From an optimization exercise on the open Yosys and OpenROAD flow, aimed at small area and a short achievable clock period; shortcuts taken in it are not production practice. At most, simulation tests tie the RTL to the original design; equivalence was not proved. Function not checked in runs 1 and 2: the RTL went through the layout flow alone. No activity file was given, so power comes from the tool's default toggle rates.

==> flow/design.v, too long to show whole: its modules and the start of the top module <==
// module hb_sum: 1266 lines
// module hb_fa: 4 lines
// module hb_ha: 4 lines
// module hb_add19: 83 lines
// module hb_add20: 90 lines
// module hb_add22: 98 lines
// module hb_fin: 169 lines
// module hb_ha_n0: 4 lines
// module hb_ha_n1: 4 lines
// module hb_ha_nn: 4 lines
// module rate_ctl: 155 lines
module rate_ctl (
    input  wire               clk,
    input  wire               rst,         
    input  wire [1:0]         rate_sel,    
    input  wire               minphase,    
    input  wire               in_valid,
    input  wire signed [17:0] in_data,
    output reg                out_valid,
    output reg  signed [17:0] out_data
);
  // ...
==> flow/flow/run.sh <==
#!/bin/bash
# Layout flow: the standard ORFS flow with these changes:
#  - the port buffers are buf_4 cells instead of the resizer's default pick;
#  - timing repair aims for a setup slack of SETUP_SLACK_MARGIN ns (flow/margin.txt),
#    well above 0, so the design is sized for the shortest period it can reach.
#    The clock and the constraints are the standard flow's, unchanged;
#  - clock tree options from flow/cts_args.txt, if present.
# The make output goes to standard.log in the work folder; each ORFS step
# writes its own log under orfs/logs.
set -euo pipefail
cd "$(dirname "$0")/.."
export BUFFER_PORTS_ARGS="-buffer_cell sky130_fd_sc_hd__buf_4"
export SETUP_SLACK_MARGIN=$(cat flow/margin.txt)
if [[ -f flow/cts_args.txt ]]; then
  export CTS_ARGS="$(cat flow/cts_args.txt)"
fi
bash standard.sh > standard.log 2>&1
==> flow/flow/margin.txt <==
14.8
==> flow/standard.sh <==
#!/bin/bash
# synth_recipe.tcl (not shown) runs the flow's synth.tcl, then flattens the netlist and writes it again
# the make line also repeats each setting of config.mk as NAME=value (left out here)
make -C /OpenROAD-flow-scripts/flow DESIGN_CONFIG=/design/flow/config.mk WORK_HOME=/design/flow/orfs CLKGATE_MAP_FILE= SYNTH_SCRIPT=/design/flow/synth_recipe.tcl "${@:-finish}"
==> flow/config.mk <==
export PLATFORM = sky130hd
export DESIGN_NAME = rate_ctl
export DESIGN_NICKNAME = rate_ctl
export VERILOG_FILES = /design/flow/design.v
export SDC_FILE = /design/flow/constraint.sdc
export NUM_CORES = 4
export LEC_CHECK = 0
export ABC_CLOCK_PERIOD_IN_PS = 5000
export CAP_MARGIN = 20
export CORE_MARGIN = 2
export CORE_UTILIZATION = 65
export CTS_BUF_LIST = sky130_fd_sc_hd__clkbuf_8
export CTS_CLUSTER_DIAMETER = 60
export CTS_CLUSTER_SIZE = 14
export PLACE_DENSITY = 0.75
export SLEW_MARGIN = 20
export SYNTH_HIERARCHICAL = 1
==> flow/constraint.sdc <==
create_clock -name core_clock -period 20.0 [get_ports {clk}]
set_input_delay 4.0000 -clock core_clock [delete_from_list [all_inputs] [get_ports {clk}]]
set_output_delay 4.0000 -clock core_clock [all_outputs]
set_load 0.01 [all_outputs]
==> load_flow_metrics.sql, run 1 <==
INSERT INTO impl_metrics (metric_group, metric, value, unit) VALUES
('finish', 'multi_input_comb_area', '21900', 'µm²'),
('critical_path', 'ff2ff_setup_slack', '15.04', 'ns'),
('place', 'placement.setup.worst_slack', '12.83', 'ns'),
('synthesis', 'synth_top_cell_by_area', 'edfxtp_1', ''),
('finish', 'number_of_fill_cells_in_the_layout', '5412', ''),
('power', 'pwr.group.sequential', '2870', 'µW'),
('synthesis', 'synth-compound-area-share', '9.86', '%'),
('synthesis', 'syn_area_per_cell', '14.6', 'µm²'),
('grt', 'number_of_antenna_violations_at_the_first_check_in_global_routing', '11', ''),
('floorplanning', 'design.die.area', '83600', 'µm²'),
('detailed_routing', 'met1_length', '57.4', 'mm'),
('floorplanning', 'row_count', '104', ''),
('cts', 'tritoncts_num_sinks', '1050', ''),
('power', 'leakage', '0.0207', 'µW'),
('cts', 'number_of_buffers_added_by_the_clock_tree_synthesis_step', '90', ''),
('hold_path', 'min_delay_path_depth', '0', ''),
('floorplanning', 'floorplan_core_area', '80500', 'µm²'),
('synthesis', 'synth.ff_latch_count', '1050', ''),
('cts', 'cts_tree', 'built', ''),
('timing', 'setup_viol', '0', ''),
('cts', 'cts.root.buffer_cell', 'clkbuf_8', ''),
('synthesis', 'cell_count_after_synthesis', '3609', ''),
('finish', 'area_growth', '4.75', '%'),
('detailed_routing', 'dr.pass1.iters', '9', ''),
('timing', 'max_clock_freq', '191', 'MHz'),
('critical_path', 'cp-start-kind', 'register', ''),
('critical_path', 'timing.setup.critical_path_class', 'reg2out', ''),
('power', 'share_seq_of_total_power', '36.1', '%'),
('finish', 'seqAreaFraction', '52.7', '%'),
('synthesis', 'synth-simple-area-share', '5.66', '%'),
('grt', 'grt_use_met3', '10.6', '%'),
('status', 'run_status', 'timing/DRC/antenna clean', ''),
('grt', 'grt_first_pass_wirelength', '221', 'mm'),
('critical_path', 'crit_slowest_cell', 'dfxtp_2', '');
==> inputs of run 2 (changes only) <==
==> flow/flow/cts_args.txt (new file) <==
-sink_clustering_enable -repair_clock_nets -buf_list sky130_fd_sc_hd__clkbuf_8 -root_buf sky130_fd_sc_hd__clkbuf_16 -sink_clustering_size 14 -sink_clustering_max_diameter 60
==> flow/flow/margin.txt (replaced) <==
15.0
==> load_flow_metrics.sql, run 2 <==
INSERT INTO impl_metrics (metric_group, metric, value, unit) VALUES
('synthesis', 'synth-async-reset-ratio', '0', '%'),
('timing', 'postLayoutSetupSlackWorst', '14.88', 'ns'),
('synthesis', 'synth.yosys.seq_area_share', '55.1', '%'),
('cts', 'tritoncts_num_sinks', '1050', ''),
('timing', 'setup_viol', '0', ''),
('timing', 'max_clock_freq', '195', 'MHz'),
('floorplanning', 'floorplan_core_area', '80500', 'µm²'),
('detailed_routing', 'remaining_drc_errors', '0', ''),
('finish', 'layout_cell_share_with_drive_strength_beyond_1', '10.1', '%'),
('cts', 'number_of_buffers_added_by_the_clock_tree_synthesis_step', '90', ''),
('timing', 'min_period_over_period', '25.6', '%'),
('timing', 'clock_skew', '0.0540', 'ns'),
('floorplanning', 'design.die.area', '83600', 'µm²'),
('place', 'dp_hpwl', '114', 'mm'),
('floorplanning', 'horizontal_die_dimension', '289', 'µm'),
('finish', 'most-common-layout-cells', 'edfxtp_1, fa_1, ha_1', ''),
('critical_path', 'cp_data_required_time', '16.00', 'ns'),
('synthesis', 'synth_enable_flop_cells', '811', ''),
('floorplanning', 'num_io_pins', '43', ''),
('grt', 'pin_count_of_the_biggest_net_entering_global_routing', '163', ''),
('hold_path', 'min_path_type', 'reg2reg', ''),
('critical_path', 'cp_cell_sequence', 'buf_6', ''),
('synthesis', 'post-synth-top-count-cell', 'edfxtp_1', ''),
('critical_path', 'critical_path.endpoint_type', 'output pin', ''),
('synthesis', 'cell_count_after_synthesis', '3609', ''),
('synthesis', 'synth.ff_latch_count', '1050', ''),
('grt', 'global_route.overflow_total', '0', ''),
('detailed_routing', 'dr.pass1.iters', '10', ''),
('grt', 'grt_first_pass_wirelength', '223', 'mm'),
('critical_path', 'crit_slowest_cell', 'dfxtp_2', ''),
('synthesis', 'synth_area', '52900', 'µm²'),
('place', 'finalWeightedCongestion', '0.997', ''),
('synthesis', 'post_synth_xor_area_fraction', '1.13', '%'),
('grt', 'number_of_antenna_violations_at_the_first_check_in_global_routing', '13', ''),
('cts', 'cts.root.buffer_cell', 'clkbuf_16', ''),
('detailed_routing', 'routed_via_density', '6.78', ''),
('synthesis', 'yosysTopAreaCellShare', '46.1', '%'),
('grt', 'via_count_of_the_first_global_routing_pass', '32539', ''),
('detailed_routing', 'dr.first_iter.drc_count', '5041', ''),
('place', 'placement.setup.worst_slack', '12.83', 'ns'),
('synthesis', 'synth-compound-area-share', '9.86', '%'),
('floorplanning', 'dieHeight', '289', 'µm'),
('place', 'place_area', '53500', 'µm²'),
('cts', 'htree_num_levels', '3', ''),
('critical_path', 'critical_path.max_stage_delay', '0.36', 'ns'),
('cts', 'cts_tree', 'built', ''),
('detailed_routing', 'totalWireLength', '156', 'mm'),
('finish', 'post-route-util', '69.1', '%'),
('timing', 'timing.max_slew.rel_slack', '21.4', '%'),
('finish', 'layoutNonFillerInstCount', '4682', ''),
('power', 'leakage', '0.0209', 'µW'),
('timing', 'hold_violations', '0', ''),
('synthesis', 'post_synth_fa_ha_maj_area_fraction', '22.1', '%'),
('finish', 'stdcell_area', '55700', 'µm²'),
('finish', 'n_antenna_cell', '0', ''),
('power', 'worst_ir_drop_vdd', '0.164', 'mV'),
('cts', 'cts.hold.buffers_added', '0', ''),
('critical_path', 'critical-path-top-delay-family', 'flip-flops', ''),
('floorplanning', 'start_util', '65.6', '%'),
('cts', 'clk_pin_slew', '0.09', 'ns'),
('synthesis', 'synth_top_cell_by_area', 'edfxtp_1', ''),
('job', 'max_cap_violations', '0', ''),
('critical_path', 'timing.critical_path.arrival', '1.12', 'ns'),
('status', 'run_status', 'timing/DRC/antenna clean', ''),
('timing', 'period_minus_slack', '5.12', 'ns'),
('synthesis', 'synth-simple-area-share', '5.66', '%'),
('timing', 'tightestPinTransition', '1.16', 'ns'),
('synthesis', 'yosysWarnings', '7', ''),
('timing', 'totalNegativeSetupSlack', '0', 'ns'),
('synthesis', 'combinational_family_with_the_most_area_after_synthesis', 'adder cells', ''),
('critical_path', 'timing.setup.critical_path_class', 'reg2out', ''),
('synthesis', 'synthDistinctLibCells', '83', ''),
('synthesis', 'syn_area_per_cell', '14.6', 'µm²'),
('grt', 'global_router_s_overall_resource_usage', '38.0', '%'),
('detailed_routing', 'detailed_route_via_count', '31726', ''),
('detailed_routing', 'remaining_antenna_violation_count', '0', ''),
('place', 'dpl.cell_count', '4521', ''),
('finish', 'area_growth', '5.33', '%'),
('detailed_routing', 'detail_route.wl_per_cell', '33.4', 'µm'),
('cts', 'cts_buffer_depth', '3', ''),
('synthesis', 'dominant_synthesized_flop_cell', 'edfxtp_1', ''),
('floorplanning', 'row_count', '104', ''),
('place', 'port-buffer-count', '42', ''),
('critical_path', 'cp-start-kind', 'register', ''),
('finish', 'layout_commonest_cell', 'edfxtp_1', ''),
('power', 'power_per_cell_area', '144', 'nW/µm²'),
('finish', 'biggestRegsByFlops', 'h1e: 180 flops, h2e: 180 flops, h3e: 180 flops', ''),
('synthesis', 'top_cells_by_area_in_the_synthesized_netlist', 'edfxtp_1, fa_1, dfxtp_1', ''),
('timing', 'maxSlewViolCount', '0', ''),
('synthesis', 'synth_commonest_cells', 'edfxtp_1, fa_1, dfxtp_1', ''),
('synthesis', 'share_of_cell_area_taken_by_muxes_after_synthesis', '2.52', '%'),
('critical_path', 'cp_num_buf_inv', '1', ''),
('critical_path', 'critical_path_peak_fanout', '1', ''),
('finish', 'nets', '4262', ''),
('timing', 'setup_repair_after_global_routing_missed_its_margin', 'yes', ''),
('cts', 'clkLatencyLatePin', '0.66', 'ns');
[run 2: cell types whose count changed in the layout (fill, tap and decap cells not counted), sizes merged]
cell	before	now
clkbuf	92	93
and3	1	2
bufbuf	0	2
diode	3	0
buf	83	88
[run 2: through the flow]
stage | total power, µW | hold slack, ns
after floorplan | 6440 | 0.310
after global placement | 6630 | 0.315
after detailed placement | 6760 | 0.324
after CTS | 7990 | 0.351
after global routing | 8540 | 0.355
final | 8040 | 0.349
[run 2: repair_timing]
item	CTS	global route
setup buffers	1	4
pin swaps	0	1
cloned	4	1
endpoints found under the setup margin	300	88
gates resized for setup	53	7
[run 2: final timing paths]
kind | cells past startpoint | startpoint | slack, ns | endpoint
hold / removal | 0 | tA[1] | 0.35 | tB[1]
setup / recovery | 1 | out_data[2] | 14.88 | out_data[2]
hold reg to reg | 0 | tA[1] | 0.35 | tB[1]
setup reg to reg | 15 | iss2 | 15.10 | X3[15]
[run 2: layout make-up]
class	instances	area (µm²)
Inverter	124	477
Fill cell	5373	24900
Clock buffer	92	1370
Timing Repair Buffer	91	1000
Multi-Input combinational cell	2207	22000
Tap cell	1060	1330
Clock inverter	58	364
Sequential cell	1050	29200
[run 2: layer usage]
| metal | up-vias | GRT usage [%] | wire length, µm | part of all wire (%) |
|---|---|---|---|---|
| met5 | - | 0 | 98 | 0.063 |
| met4 | 14 | 12.1 | 5990 | 3.8 |
| met3 | 346 | 12.3 | 21800 | 14 |
| met2 | 2160 | 58.4 | 71300 | 46 |
| met1 | 16020 | 52.0 | 57200 | 37 |
| li1 | 13186 | - | - | - |
[run 2: cell families (layout without fill, tap and decap cells)]
logic type	count (synthesis)	after routing
AOI/OAI and AO/OA	682	682
xor gates and xnor gates	68	68
adders and majority gates	674	674
buffers and inverters	355	365
DFF	1050	1050
muxes	122	122
other	2	4
and+or+nand+nor	656	657
[run 2: Yosys stat by module (local to each module, per instance), a selection]
module	cell area (µm²)	cells inside	copies in the design	flip-flops and latches
hb_add19	452	67	3	0
hb_fin	882	141	1	0
hb_fa	20.0	1	436	0
rate_ctl	35900	2039	1	1050
hb_ha	12.5	1	157	0
hb_add20	474	66	1	0
[run 2: where the power goes]
| group | leakage, µW | internal, µW | total [µW] | switching [µW] |
|---|---|---|---|---|
| logic | 0.0105 | 1590 | 3960 | 2370 |
| registers | 0.00937 | 2740 | 2870 | 123 |
| clock network | 0.00102 | 487 | 1210 | 722 |
| total | 0.0209 | 4820 | 8040 | 3220 |
==> module rate_ctl, before the edit <==
module rate_ctl (
    input  wire               clk,
    input  wire               rst,         
    input  wire [1:0]         rate_sel,    
    input  wire               minphase,    
    input  wire               in_valid,
    input  wire signed [17:0] in_data,
    output reg                out_valid,
    output reg  signed [17:0] out_data
);
    wire              acc = in_valid & ~rst;    
    reg        [1:0]  rs;         
    reg               cfgh;
    reg        [2:0]  cfgc;
    wire              cfg = cfgh;
    always @(posedge clk) begin
        if (rst) cfgh <= minphase;
        cfgc <= {cfgc[1:0], minphase};
        rs   <= rate_sel;
    end
    reg               vB;
    reg        [1:0]  tB;
    reg        [35:0] P0, P1;      
    wire       [18:0] q;           
    wire              tie;         
    hb_fin u_fin (.P0(P0), .P1(P1), .q(q), .tie(tie));
    wire       [18:0] r   = {q[18:1], q[0] & ~tie};    
    wire       [17:0] y   = (r[18] != r[17]) ? {r[18], {17{~r[18]}}} : r[17:0];
    reg        [179:0] h1e;
    reg        [89:0]  h1o;
    reg                par1;
    reg        [3:0]   cnt1;
    reg                j1;
    wire               push1 = acc & (rs != 2'd0);
    wire               new1  = push1 & ~par1;
    wire               load1 = in_valid & (rs != 2'd0);
    always @(posedge clk) begin
        if (load1 & ~par1) h1e <= {h1e[161:0], in_data};
        if (load1 &  par1) h1o <= {h1o[71:0], in_data};
        if (rst) begin
            par1 <= 1'b0;
            cnt1 <= 4'd0;
            j1   <= 1'b0;
        end else begin
            if (push1) par1 <= ~par1;
            if (push1 & ~par1 & (cnt1 != 4'd10)) cnt1 <= cnt1 + 4'd1;
            j1   <= new1;
        end
    end
    wire               push2 = vB & (tB == 2'd1) & rs[1];
    wire               push3 = vB & (tB == 2'd2) & (rs == 2'd3);
    reg        [179:0] h2e, h3e;
    reg        [89:0]  h2o, h3o;
    reg                par2, par3;
    reg        [3:0]   cnt2, cnt3;
    reg                pend2, pend3;      
    reg                iss2, iss3;        
    wire               iss1  = j1;
    wire               new2  = push2 & ~par2;
    wire               new3  = push3 & ~par3;
    wire               pend2n = (pend2 & ~iss2) | new2;
    wire               pend3n = (pend3 & ~iss3) | new3;
    always @(posedge clk) begin
        if (push2 & ~par2) h2e <= {h2e[161:0], y};
        if (push2 &  par2) h2o <= {h2o[71:0], y};
        if (push3 & ~par3) h3e <= {h3e[161:0], y};
        if (push3 &  par3) h3o <= {h3o[71:0], y};
        if (rst) begin
            par2  <= 1'b0;
            par3  <= 1'b0;
            cnt2  <= 4'd0;
            cnt3  <= 4'd0;
            pend2 <= 1'b0;
            pend3 <= 1'b0;
            iss2  <= 1'b0;
            iss3  <= 1'b0;
        end else begin
            if (push2) par2 <= ~par2;
            if (push3) par3 <= ~par3;
            if (push2 & ~par2 & (cnt2 != 4'd10)) cnt2 <= cnt2 + 4'd1;
            if (push3 & ~par3 & (cnt3 != 4'd10)) cnt3 <= cnt3 + 4'd1;
            pend2 <= pend2n;
            pend3 <= pend3n;
            iss2  <= pend2n & ~new1;
            iss3  <= pend3n & ~new1 & ~pend2n;
        end
    end
    wire [17:0] ve [0:9];
    wire [17:0] vo [0:4];
    genvar j;
    generate
        for (j = 0; j < 10; j = j + 1) begin : g_e
            assign ve[j] = ({18{iss1 & (cnt1 > j)}} & h1e[18*j +: 18])
                         | ({18{iss2 & (cnt2 > j)}} & h2e[18*j +: 18])
                         | ({18{iss3 & (cnt3 > j)}} & h3e[18*j +: 18]);
        end
        for (j = 0; j < 5; j = j + 1) begin : g_o
            assign vo[j] = ({18{iss1 & (cnt1 > j + 1)}} & h1o[18*j +: 18])
                         | ({18{iss2 & (cnt2 > j + 1)}} & h2o[18*j +: 18])
                         | ({18{iss3 & (cnt3 > j + 1)}} & h3o[18*j +: 18]);
        end
    endgenerate
    wire signed [19:0] a1 = cfg ? {vo[2], 2'b00} : {{2{ve[0][17]}}, ve[0]};
    wire signed [17:0] b1 = cfg ? 18'd0 : ve[9];
    wire signed [18:0] a2 = cfg ? {ve[3], 1'b0} : {ve[1][17], ve[1]};
    wire signed [17:0] b2 = cfg ? 18'd0 : ve[8];
    wire signed [20:0] a3 = cfg ? {ve[1], 3'b000} : {{3{ve[2][17]}}, ve[2]};
    wire signed [18:0] b3 = cfg ? {ve[2], 1'b0} : {ve[7][17], ve[7]};
    wire signed [17:0] a4 = cfg ? ve[0] : ve[3];
    wire signed [17:0] b4 = cfg ? vo[1] : ve[6];
    wire signed [17:0] a5 = cfg ? vo[0] : ve[4];
    wire signed [17:0] b5 = cfg ? 18'd0 : ve[5];
    wire signed [19:0] x1;
    wire signed [18:0] x2, x4, x5;
    wire signed [21:0] x3;
    hb_add20 u_a1 (.a(a1), .b({{2{b1[17]}}, b1}), .s(x1));
    hb_add19 u_a2 (.a(a2), .b({b2[17], b2}), .s(x2));
    hb_add22 u_a3 (.a({a3[20], a3}), .b({{3{b3[18]}}, b3}), .s(x3));
    hb_add19 u_a4 (.a({a4[17], a4}), .b({b4[17], b4}), .s(x4));
    hb_add19 u_a5 (.a({a5[17], a5}), .b({b5[17], b5}), .s(x5));
    reg               vA;
    reg        [1:0]  tA;
    reg signed [19:0] X1;
    reg signed [18:0] X2, X4, X5;
    reg signed [21:0] X3;
    reg signed [17:0] X6;
    always @(posedge clk) begin
        X1 <= x1;
        X2 <= x2;
        X3 <= x3;
        X4 <= x4;
        X5 <= x5;
        X6 <= cfg ? 18'd0 : vo[4];
        tA <= iss1 ? 2'd1 : iss2 ? 2'd2 : 2'd3;
        if (rst) vA <= 1'b0;
        else     vA <= iss1 | iss2 | iss3;
    end
    wire [35:0] T0, T1;
    hb_sum u_sum (.cfg(cfgc), .X1(X1), .X2(X2), .X3(X3), .X4(X4), .X5(X5),
                  .X6(X6), .P0(T0), .P1(T1));
    always @(posedge clk) begin
        P0 <= T0;
        P1 <= T1;
        tB <= tA;
        if (rst) vB <= 1'b0;
        else     vB <= vA;
    end
    wire              res = vB & (tB == rs);
    always @(posedge clk) begin
        if (rst)              out_valid <= 1'b0;
        else if (rs == 2'd0)  out_valid <= in_valid;
        else                  out_valid <= res;
        out_data <= (rs == 2'd0) ? in_data : y;
    end
endmodule
==> inputs of run 3 (changes only) <==
--- a/flow/design.v
+++ b/flow/design.v
@@ -1734,12 +1734,15 @@
     output reg                out_valid,
     output reg  signed [17:0] out_data
 );
-    wire              acc = in_valid & ~rst;    
+    reg        [17:0] in_q;
+    reg               iv_q;       
     reg        [1:0]  rs;         
     reg               cfgh;
     reg        [2:0]  cfgc;
     wire              cfg = cfgh;
     always @(posedge clk) begin
+        in_q <= in_data;
+        iv_q <= in_valid & ~rst;
         if (rst) cfgh <= minphase;
         cfgc <= {cfgc[1:0], minphase};
         rs   <= rate_sel;
@@ -1752,25 +1755,23 @@
     hb_fin u_fin (.P0(P0), .P1(P1), .q(q), .tie(tie));
     wire       [18:0] r   = {q[18:1], q[0] & ~tie};    
     wire       [17:0] y   = (r[18] != r[17]) ? {r[18], {17{~r[18]}}} : r[17:0];
-    reg        [179:0] h1e;
+    reg        [161:0] h1e;
     reg        [89:0]  h1o;
     reg                par1;
-    reg        [3:0]   cnt1;
-    reg                j1;
-    wire               push1 = acc & (rs != 2'd0);
-    wire               new1  = push1 & ~par1;
-    wire               load1 = in_valid & (rs != 2'd0);
+    reg        [3:0]   cnt1;      
+    wire               push1 = iv_q & (rs != 2'd0);
+    wire               iss1  = push1 & ~par1;
+    wire               par1n = ~rst & (par1 ^ push1);
+    wire               iss1n = in_valid & ~rst & (rate_sel != 2'd0) & ~par1n;
     always @(posedge clk) begin
-        if (load1 & ~par1) h1e <= {h1e[161:0], in_data};
-        if (load1 &  par1) h1o <= {h1o[71:0], in_data};
+        if (push1 & ~par1) h1e <= {h1e[143:0], in_q};
+        if (push1 &  par1) h1o <= {h1o[71:0], in_q};
         if (rst) begin
             par1 <= 1'b0;
             cnt1 <= 4'd0;
-            j1   <= 1'b0;
         end else begin
             if (push1) par1 <= ~par1;
-            if (push1 & ~par1 & (cnt1 != 4'd10)) cnt1 <= cnt1 + 4'd1;
-            j1   <= new1;
+            if (iss1 & (cnt1 != 4'd9)) cnt1 <= cnt1 + 4'd1;
         end
     end
     wire               push2 = vB & (tB == 2'd1) & rs[1];
@@ -1781,7 +1782,6 @@
     reg        [3:0]   cnt2, cnt3;
     reg                pend2, pend3;      
     reg                iss2, iss3;        
-    wire               iss1  = j1;
     wire               new2  = push2 & ~par2;
     wire               new3  = push3 & ~par3;
     wire               pend2n = (pend2 & ~iss2) | new2;
@@ -1807,21 +1807,23 @@
             if (push3 & ~par3 & (cnt3 != 4'd10)) cnt3 <= cnt3 + 4'd1;
             pend2 <= pend2n;
             pend3 <= pend3n;
-            iss2  <= pend2n & ~new1;
-            iss3  <= pend3n & ~new1 & ~pend2n;
+            iss2  <= pend2n & ~iss1n;
+            iss3  <= pend3n & ~iss1n & ~pend2n;
         end
     end
     wire [17:0] ve [0:9];
     wire [17:0] vo [0:4];
     genvar j;
     generate
-        for (j = 0; j < 10; j = j + 1) begin : g_e
-            assign ve[j] = ({18{iss1 & (cnt1 > j)}} & h1e[18*j +: 18])
+        assign ve[0] = ({18{iss1}} & in_q) | ({18{iss2}} & h2e[17:0])
+                     | ({18{iss3}} & h3e[17:0]);
+        for (j = 1; j < 10; j = j + 1) begin : g_e
+            assign ve[j] = ({18{iss1 & (cnt1 > j - 1)}} & h1e[18*(j-1) +: 18])
                          | ({18{iss2 & (cnt2 > j)}} & h2e[18*j +: 18])
                          | ({18{iss3 & (cnt3 > j)}} & h3e[18*j +: 18]);
         end
         for (j = 0; j < 5; j = j + 1) begin : g_o
-            assign vo[j] = ({18{iss1 & (cnt1 > j + 1)}} & h1o[18*j +: 18])
+            assign vo[j] = ({18{iss1 & (cnt1 > j)}} & h1o[18*j +: 18])
                          | ({18{iss2 & (cnt2 > j + 1)}} & h2o[18*j +: 18])
                          | ({18{iss3 & (cnt3 > j + 1)}} & h3o[18*j +: 18]);
         end
@@ -1874,8 +1876,8 @@
     wire              res = vB & (tB == rs);
     always @(posedge clk) begin
         if (rst)              out_valid <= 1'b0;
-        else if (rs == 2'd0)  out_valid <= in_valid;
+        else if (rs == 2'd0)  out_valid <= iv_q;
         else                  out_valid <= res;
-        out_data <= (rs == 2'd0) ? in_data : y;
+        out_data <= (rs == 2'd0) ? in_q : y;
     end
 endmodule
==> flow/flow/margin.txt (replaced) <==
14.75
==> load_flow_metrics.sql, run 3 <==
INSERT INTO impl_metrics (metric_group, metric, value, unit) VALUES
('critical_path', 'cp-start-kind', 'register', ''),
('finish', 'nets', '4266', ''),
('power', 'power_per_cell_area', '161', 'nW/µm²'),
('floorplanning', 'design.die.area', '82500', 'µm²'),
('place', 'dp_hpwl', '117', 'mm'),
('grt', 'grt_first_pass_wirelength', '225', 'mm'),
('cts', 'tritoncts_num_sinks', '1050', ''),
('place', 'finalWeightedCongestion', '1.01', ''),
('floorplanning', 'start_util', '65.8', '%'),
('critical_path', 'timing.critical_path.arrival', '5.62', 'ns'),
('synthesis', 'top_cells_by_area_in_the_synthesized_netlist', 'edfxtp_1, fa_1, dfxtp_1', ''),
('place', 'placement.setup.worst_slack', '14.06', 'ns'),
('synthesis', 'share_of_cell_area_taken_by_muxes_after_synthesis', '2.21', '%'),
('synthesis', 'post_synth_xor_area_fraction', '1.13', '%'),
('power', 'leakage', '0.0205', 'µW'),
('synthesis', 'yosysWarnings', '7', ''),
('detailed_routing', 'remaining_antenna_violation_count', '0', ''),
('synthesis', 'yosysTopAreaCellShare', '45.7', '%'),
('finish', 'layout_cell_share_with_drive_strength_beyond_1', '9.09', '%'),
('cts', 'number_of_buffers_added_by_the_clock_tree_synthesis_step', '91', ''),
('floorplanning', 'horizontal_die_dimension', '287', 'µm'),
('detailed_routing', 'detail_route.wl_per_cell', '33.8', 'µm'),
('critical_path', 'critical_path_peak_fanout', '82', ''),
('synthesis', 'dominant_synthesized_flop_cell', 'edfxtp_1', ''),
('finish', 'biggestRegsByFlops', 'h2e: 180 flops, h3e: 180 flops, h1e: 162 flops', ''),
('cts', 'clk_pin_slew', '0.09', 'ns'),
('detailed_routing', 'routed_via_density', '6.81', ''),
('power', 'share_seq_of_total_power', '32.6', '%'),
('cts', 'clkLatencyLatePin', '0.66', 'ns'),
('synthesis', 'synth_commonest_cells', 'edfxtp_1, fa_1, nand2_1', ''),
('cts', 'cts_tree', 'built', ''),
('synthesis', 'post-synth-top-count-cell', 'edfxtp_1', ''),
('synthesis', 'combinational_family_with_the_most_area_after_synthesis', 'adder cells', ''),
('critical_path', 'cp_data_required_time', '20.49', 'ns'),
('timing', 'min_period_over_period', '25.6', '%'),
('critical_path', 'critPathMostFrequentCell', 'fa_1', ''),
('finish', 'ff_latch_area', '29000', 'µm²'),
('cts', 'cts.root.buffer_cell', 'clkbuf_16', ''),
('critical_path', 'crit_slowest_cell', 'dfxtp_4', ''),
('power', 'worst_ir_drop_vdd', '0.270', 'mV'),
('synthesis', 'synth_top_cell_by_area', 'edfxtp_1', ''),
('timing', 'setup_viol', '0', ''),
('synthesis', 'synth-compound-area-share', '10.3', '%'),
('job', 'max_cap_violations', '0', ''),
('grt', 'pin_count_of_the_biggest_net_entering_global_routing', '160', ''),
('place', 'place_area', '53000', 'µm²'),
('synthesis', 'synth_area', '52200', 'µm²'),
('detailed_routing', 'detailed_route_via_count', '31966', ''),
('detailed_routing', 'dr.pass1.iters', '10', ''),
('critical_path', 'timing.setup.critical_path_class', 'reg2reg', ''),
('synthesis', 'synth.yosys.seq_area_share', '55.5', '%'),
('grt', 'global_router_s_overall_resource_usage', '38.8', '%'),
('synthesis', 'post_synth_fa_ha_maj_area_fraction', '22.4', '%'),
('critical_path', 'cp_cell_sequence', 'buf_8 > nand2b_1 > o21ai_1 > fa_1 > fa_1 > fa_1 > fa_1 > fa_1 > fa_1 > fa_1', ''),
('finish', 'layout_commonest_cell', 'edfxtp_1', ''),
('timing', 'tightestPinTransition', '1.27', 'ns'),
('synthesis', 'synth_enable_flop_cells', '793', ''),
('place', 'port-buffer-count', '42', ''),
('timing', 'maxSlewViolCount', '0', ''),
('timing', 'hold_violations', '0', ''),
('cts', 'htree_num_levels', '3', ''),
('synthesis', 'cell_count_after_synthesis', '3579', ''),
('critical_path', 'critical_path.endpoint_type', 'register', ''),
('timing', 'timing.max_slew.rel_slack', '15.6', '%'),
('timing', 'max_clock_freq', '195', 'MHz'),
('detailed_routing', 'dr.first_iter.drc_count', '5160', ''),
('power', 'switching_part_of_the_total', '42.3', '%'),
('timing', 'clock_skew', '0.0483', 'ns'),
('grt', 'via_count_of_the_first_global_routing_pass', '32401', ''),
('critical_path', 'critical_path.max_stage_delay', '0.75', 'ns'),
('grt', 'global_route.overflow_total', '0', ''),
('timing', 'postLayoutSetupSlackWorst', '14.87', 'ns'),
('critical_path', 'critical-path-top-delay-family', 'adder cells', ''),
('power', 'part_of_the_total_power_dissipated_in_combinational_logic', '53.5', '%'),
('status', 'run_status', 'timing/DRC/antenna clean', ''),
('floorplanning', 'dieHeight', '287', 'µm'),
('synthesis', 'synthDistinctLibCells', '82', ''),
('grt', 'number_of_antenna_violations_at_the_first_check_in_global_routing', '6', ''),
('power', 'power_frac_clock', '14.0', '%'),
('floorplanning', 'floorplan_core_area', '79300', 'µm²'),
('timing', 'totalNegativeSetupSlack', '0', 'ns'),
('detailed_routing', 'totalWireLength', '159', 'mm'),
('timing', 'period_minus_slack', '5.13', 'ns'),
('cts', 'cts_buffer_depth', '3', ''),
('detailed_routing', 'remaining_drc_errors', '0', ''),
('finish', 'most-common-layout-cells', 'edfxtp_1, fa_1, nand2_1', ''),
('power', 'power_report.internal_total', '5120', 'µW'),
('finish', 'multi_input_comb_area', '21600', 'µm²'),
('timing', 'setup_repair_after_global_routing_missed_its_margin', 'no', ''),
('synthesis', 'synth-simple-area-share', '5.07', '%'),
('hold_path', 'min_path_type', 'reg2reg', ''),
('synthesis', 'synth-async-reset-ratio', '0', '%'),
('power', 'p_switching', '3750', 'µW'),
('floorplanning', 'row_count', '103', ''),
('critical_path', 'cp_num_buf_inv', '1', ''),
('synthesis', 'syn_area_per_cell', '14.6', 'µm²'),
('finish', 'stdcell_area', '55000', 'µm²'),
('synthesis', 'synth.ff_latch_count', '1050', ''),
('finish', 'number_of_fill_cells_in_the_layout', '5401', ''),
('finish', 'area_growth', '5.49', '%'),
('floorplanning', 'num_io_pins', '43', '');
run 3: final cells by class:
type | count | area share (%)
antenna | 1 | 0.00455
clock inverter | 76 | 0.794
inverter | 116 | 0.796
sequential | 1050 | 52.7
multi-input combinational | 2202 | 39.3
clock buffer | 92 | 2.49
tap | 1050 | 2.39
timing repair buffer | 107 | 1.56
run 3: through the flow:
| step | hold slack (ns) | util, % | power, µW | std cells |
|---|---|---|---|---|
| 2_1_floorplan | 0.310 | - | 7120 | 3581 |
| 3_3_place_gp | 0.315 | 66.9 | 7440 | 4509 |
| 3_5_place_dp | 0.319 | 66.9 | 7630 | 4510 |
| 4_1_cts | 0.349 | 69.3 | 8840 | 4680 |
| 5_1_grt | 0.357 | 69.4 | 9430 | 4693 |
| 6_report | 0.349 | 69.4 | 8870 | 4694 |
run 3: modules after synthesis (local to each module, per instance):
module,area [µm²],cells,flip-flops and latches
hb_sum,2960,492,0
hb_add19,452,67,0
hb_fin,860,139,0
hb_fa,20.0,1,0
hb_add22,539,77,0
hb_add20,474,66,0
rate_ctl,35300,2011,1050
hb_ha,12.5,1,0
run 3: timing repair:
item                       CTS  global route
setup endpoints to repair   70            34
gates resized for setup      2             5
setup buffers                2             1
gates cloned                 0             0
pin swaps                    1             1
hold buffers                 0             0
run 3: cells by family after synthesis:
| kind of cell | after synthesis |
|---|---|
| AO/OA/AOI/OAI | 742 |
| XOR/XNOR | 67 |
| adder cells (fa/ha/maj) | 674 |
| buffers and inverters | 329 |
| flip-flops | 1050 |
| multiplexers | 106 |
| other | 2 |
| AND/OR/NAND/NOR | 609 |
run 3: worst register-to-register path, delay by kind of cell (launching register included):
kind	cells	cell delay, ns
AOI/OAI and AO/OA	1	0.12
adders and majority gates	7	3.33
buffers and inverters	1	0.54
DFF	1	0.75
and+or+nand+nor	1	0.25
run 3: per-layer routing:
metal / track usage, % / wire, µm / vias up
li1: - / - / 13133
met3: 12.1 / 21900 / 352
met5: 0 / 30 / -
met4: 10.8 / 5250 / 4
met1: 53.6 / 58900 / 16152
met2: 60.2 / 72800 / 2325
run 3: power groups by stage:
stage               clock network [µW]  registers, µW  logic (µW)
finish                            1240           2890        4740
global route                      1320           2900        5200
CTS                               1250           2890        4710
detailed placement                   0           2940        4690
global placement                     0           2930        4510
floorplan                            0           2870        4250
run 3: worst paths after layout:
path                 from  endpoint  slack [ns]  cells past startpoint
setup reg to reg  cfgc[1]    P1[21]       14.87                     10
setup / recovery  cfgc[1]    P1[21]       14.87                     10
hold reg to reg     tA[0]     tB[0]        0.35                      0
hold / removal      tA[0]     tB[0]        0.35                      0
==> inputs of run 4 (changes only) <==
==> flow/flow/margin.txt (replaced) <==
14.88
==> load_flow_metrics.sql, run 4 <==
INSERT INTO impl_metrics (metric_group, metric, value, unit) VALUES
('timing', 'totalNegativeSetupSlack', '0', 'ns'),
('cts', 'number_of_buffers_added_by_the_clock_tree_synthesis_step', '89', ''),
('synthesis', 'synth_top_cell_by_area', 'edfxtp_1', ''),
('timing', 'hold_violations', '0', ''),
('grt', 'via_count_of_the_first_global_routing_pass', '32596', ''),
('detailed_routing', 'routed_via_density', '6.90', ''),
('cts', 'clkLatencyLatePin', '0.65', 'ns'),
('job', 'max_cap_violations', '0', ''),
('synthesis', 'synth.ff_latch_count', '1050', ''),
('synthesis', 'top_cells_by_area_in_the_synthesized_netlist', 'edfxtp_1, fa_1, dfxtp_1', ''),
('place', 'dp_hpwl', '117', 'mm'),
('finish', 'biggestRegsByFlops', 'h2e: 180 flops, h3e: 180 flops, h1e: 162 flops', ''),
('floorplanning', 'floorplan_core_area', '79300', 'µm²'),
('detailed_routing', 'remaining_antenna_violation_count', '0', ''),
('synthesis', 'post-synth-top-count-cell', 'edfxtp_1', ''),
('critical_path', 'critical_path.endpoint_type', 'output pin', ''),
('timing', 'timing.max_slew.rel_slack', '15.3', '%'),
('grt', 'grt_first_pass_wirelength', '228', 'mm'),
('synthesis', 'synth-async-reset-ratio', '0', '%'),
('floorplanning', 'row_count', '103', ''),
('critical_path', 'cp_data_required_time', '16.00', 'ns'),
('power', 'power_report.internal_total', '5120', 'µW'),
('synthesis', 'dominant_synthesized_flop_cell', 'edfxtp_1', ''),
('critical_path', 'critical-path-top-delay-family', 'flip-flops', ''),
('floorplanning', 'horizontal_die_dimension', '287', 'µm'),
('detailed_routing', 'detailed_route_via_count', '32407', ''),
('place', 'port-buffer-count', '42', ''),
('cts', 'cts_tree', 'built', ''),
('timing', 'timing.hold.ws', '0.352', 'ns'),
('grt', 'number_of_antenna_violations_at_the_first_check_in_global_routing', '12', ''),
('grt', 'grt_most_used_layer', 'met2', ''),
('grt', 'grt_use_met3', '11.6', '%'),
('grt', 'pin_count_of_the_biggest_net_entering_global_routing', '158', ''),
('grt', 'global_route.overflow_total', '0', ''),
('finish', 'most-common-layout-cells', 'edfxtp_1, fa_1, nand2_1', ''),
('synthesis', 'synth.yosys.seq_area_share', '55.5', '%'),
('power', 'part_of_the_total_power_dissipated_in_combinational_logic', '52.1', '%'),
('synthesis', 'yosysTopAreaCellShare', '45.7', '%'),
('place', 'finalWeightedCongestion', '0.991', ''),
('finish', 'post-route-util', '69.7', '%'),
('detailed_routing', 'dr.pass1.iters', '9', ''),
('cts', 'htree_num_levels', '3', ''),
('critical_path', 'crit_slowest_cell', 'dfxtp_4', ''),
('timing', 'min_period_over_period', '25.6', '%'),
('critical_path', 'critical_path.max_stage_delay', '0.37', 'ns'),
('floorplanning', 'dieHeight', '287', 'µm'),
('finish', 'area_growth', '5.89', '%'),
('detailed_routing', 'detail_route.wl_per_cell', '34.1', 'µm'),
('synthesis', 'synth_area', '52200', 'µm²'),
('detailed_routing', 'remaining_drc_errors', '0', ''),
('critical_path', 'cp_cell_sequence', 'buf_6', ''),
('power', 'worst_ir_drop_vdd', '0.157', 'mV'),
('hold_path', 'min_path_type', 'reg2reg', ''),
('synthesis', 'cell_count_after_synthesis', '3579', ''),
('detailed_routing', 'totalWireLength', '160', 'mm'),
('cts', 'cts.root.buffer_cell', 'clkbuf_16', ''),
('power', 'fin_total_pwr', '8670', 'µW'),
('timing', 'setup_viol', '0', ''),
('power', 'power_frac_clock', '14.5', '%'),
('critical_path', 'timing.setup.critical_path_class', 'reg2out', ''),
('power', 'switching_part_of_the_total', '40.9', '%'),
('cts', 'cts.hold.buffers_added', '0', ''),
('cts', 'cts_buffer_depth', '3', ''),
('critical_path', 'cp_num_buf_inv', '1', ''),
('detailed_routing', 'dr.first_iter.drc_count', '5408', ''),
('synthesis', 'synth_enable_flop_cells', '793', ''),
('finish', 'nets', '4267', ''),
('power', 'p_switching', '3540', 'µW'),
('grt', 'global_route.usage.met2', '59.7', '%'),
('power', 'share_seq_of_total_power', '33.4', '%'),
('finish', 'layout_cell_share_with_drive_strength_beyond_1', '9.65', '%'),
('critical_path', 'critical_path_peak_fanout', '1', ''),
('synthesis', 'synth_commonest_cells', 'edfxtp_1, fa_1, nand2_1', ''),
('timing', 'tightestPinTransition', '1.27', 'ns'),
('grt', 'global_router_s_overall_resource_usage', '39.3', '%'),
('finish', 'n_antenna_cell', '0', ''),
('critical_path', 'cp-start-kind', 'register', ''),
('critical_path', 'timing.critical_path.arrival', '1.13', 'ns'),
('timing', 'period_minus_slack', '5.13', 'ns'),
('timing', 'max_clock_freq', '195', 'MHz'),
('power', 'leakage', '0.0206', 'µW'),
('synthesis', 'synthDistinctLibCells', '82', ''),
('grt', 'globalRouteMet1Util', '55.4', '%'),
('timing', 'clock_skew', '0.0519', 'ns'),
('cts', 'clk_pin_slew', '0.08', 'ns'),
('cts', 'tritoncts_num_sinks', '1050', ''),
('synthesis', 'yosysWarnings', '7', ''),
('floorplanning', 'start_util', '65.8', '%'),
('timing', 'maxSlewViolCount', '0', ''),
('floorplanning', 'num_io_pins', '43', ''),
('timing', 'setup_repair_after_global_routing_missed_its_margin', 'yes', ''),
('synthesis', 'syn_area_per_cell', '14.6', 'µm²'),
('finish', 'layout_commonest_cell', 'edfxtp_1', ''),
('status', 'run_status', 'timing/DRC/antenna clean', ''),
('floorplanning', 'design.die.area', '82500', 'µm²'),
('power', 'power_per_cell_area', '157', 'nW/µm²');
-- run 4: changes by cell type in the layout (fill, tap and decap cells not counted), moves of 5 or more --
cell / delta
buf_4: -13
dfxtp_2: +10
buf_6: +12
dfxtp_1: -12
xnor2_2: +5
xnor2_1: -5
-- run 4: logic make-up after synthesis --
family	count (synthesis)	synth area share (%)
DFF	1050	55.5
AOI/OAI and AO/OA	742	10.3
adders and majority gates	674	22.4
and+or+nand+nor	609	5.07
buffers and inverters	329	3.28
muxes	106	2.21
xor gates and xnor gates	67	1.13
other	2	0.0144
-- run 4: power groups by stage --
stage          clock [µW]  sequential (µW)  combinational [µW]
3_5_place_dp            0             2940                4450
6_report             1250             2900                4520
4_1_cts              1260             2890                4470
2_1_floorplan           0             2870                4250
3_3_place_gp            0             2930                4250
5_1_grt              1340             2900                5030
-- run 4: path summary, 6_finish.rpt --
kind | start | end | slack [ns] | cells after the start
worst max-delay path | out_data[16] | out_data[16] | 14.87 | 1
worst min-delay path | tA[0] | tB[0] | 0.35 | 0
worst max register to register | cfgc[1] | P1[14] | 15.00 | 9
worst min register to register | tA[0] | tB[0] | 0.35 | 0
-- run 4: final cells by class --
cell class	instances	area, µm²
multi-input combinational	2202	21700
tap	1050	1310
fill	5324	24000
timing repair buffer	110	965
sequential	1050	29000
clock inverter	75	458
clock buffer	93	1380
inverter	116	445
-- run 4: through the flow --
stage	area [µm²]	cells	setup slack, ns
6_report	55200	4696	14.87
5_1_grt	55200	4696	14.84
4_1_cts	55000	4679	14.83
3_5_place_dp	53100	4506	14.24
3_3_place_gp	53000	4505	14.42
2_1_floorplan	52200	3581	14.65
-- run 4: metal layers --
layer	vias up	wire length, µm
met5	-	59
li1	13133	-
met2	2579	72600
met4	8	5770
met3	362	22500
met1	16325	59100
-- run 4: repair_timing --
| item | CTS | global route |
|---|---|---|
| resized for setup | 25 | 13 |
| endpoints found under the setup margin | 82 | 38 |
| buffers inserted | 5 | 5 |
| pin swaps | 3 | 5 |
-- run 4: Yosys stat by module, one instance, submodules excluded --
module	cells	cell area, µm²	copies in the design
hb_add19	67	452	3
hb_add20	66	474	1
hb_add22	77	539	1
hb_fa	1	20.0	436
hb_fin	139	860	1
hb_ha	1	12.5	157
hb_sum	492	2960	1
rate_ctl	2011	35300	1

## static timing again, ports no longer ideal
In the flow no input, the clock included, has a driving cell. The finished layouts below were timed again as built, in two steps. Step 1 (the two cells are an assumption about what drives the block):
set clk [get_ports {clk}]
set_driving_cell -lib_cell sky130_fd_sc_hd__clkbuf_16 $clk
set_driving_cell -lib_cell sky130_fd_sc_hd__buf_2 [delete_from_list [all_inputs] $clk]
Step 2 times the ports against the registers' clock, not the clock port: input delays grow and output delays shrink by t, the midpoint of the rising clock arrivals with the driver on. a / b / c = ideal / step 1 / step 2; a / b = the first two.
| run | t, ns | setup slack, ns | clock arrival spread, ns | worst data-port slew with drivers (ns) |
|---|---|---|---|---|
| run 1 | 0.814 | 14.752 / 14.682 / 14.073 | 0.070 / 0.070 | 0.05 |
| run 2 | 0.702 | 14.876 / 14.806 / 14.366 | 0.054 / 0.054 | 0.05 |
| run 3 | 0.704 | 14.872 / 14.825 / 14.872 | 0.049 / 0.049 | 0.04 |
| run 4 | 0.693 | 14.873 / 14.803 / 14.998 | 0.052 / 0.052 | 0.04 |
After both steps setup and hold are still met in every run listed. The setup slack of run 1, which loses most, moves by -0.070 ns with the drivers and by -0.679 ns with both steps.
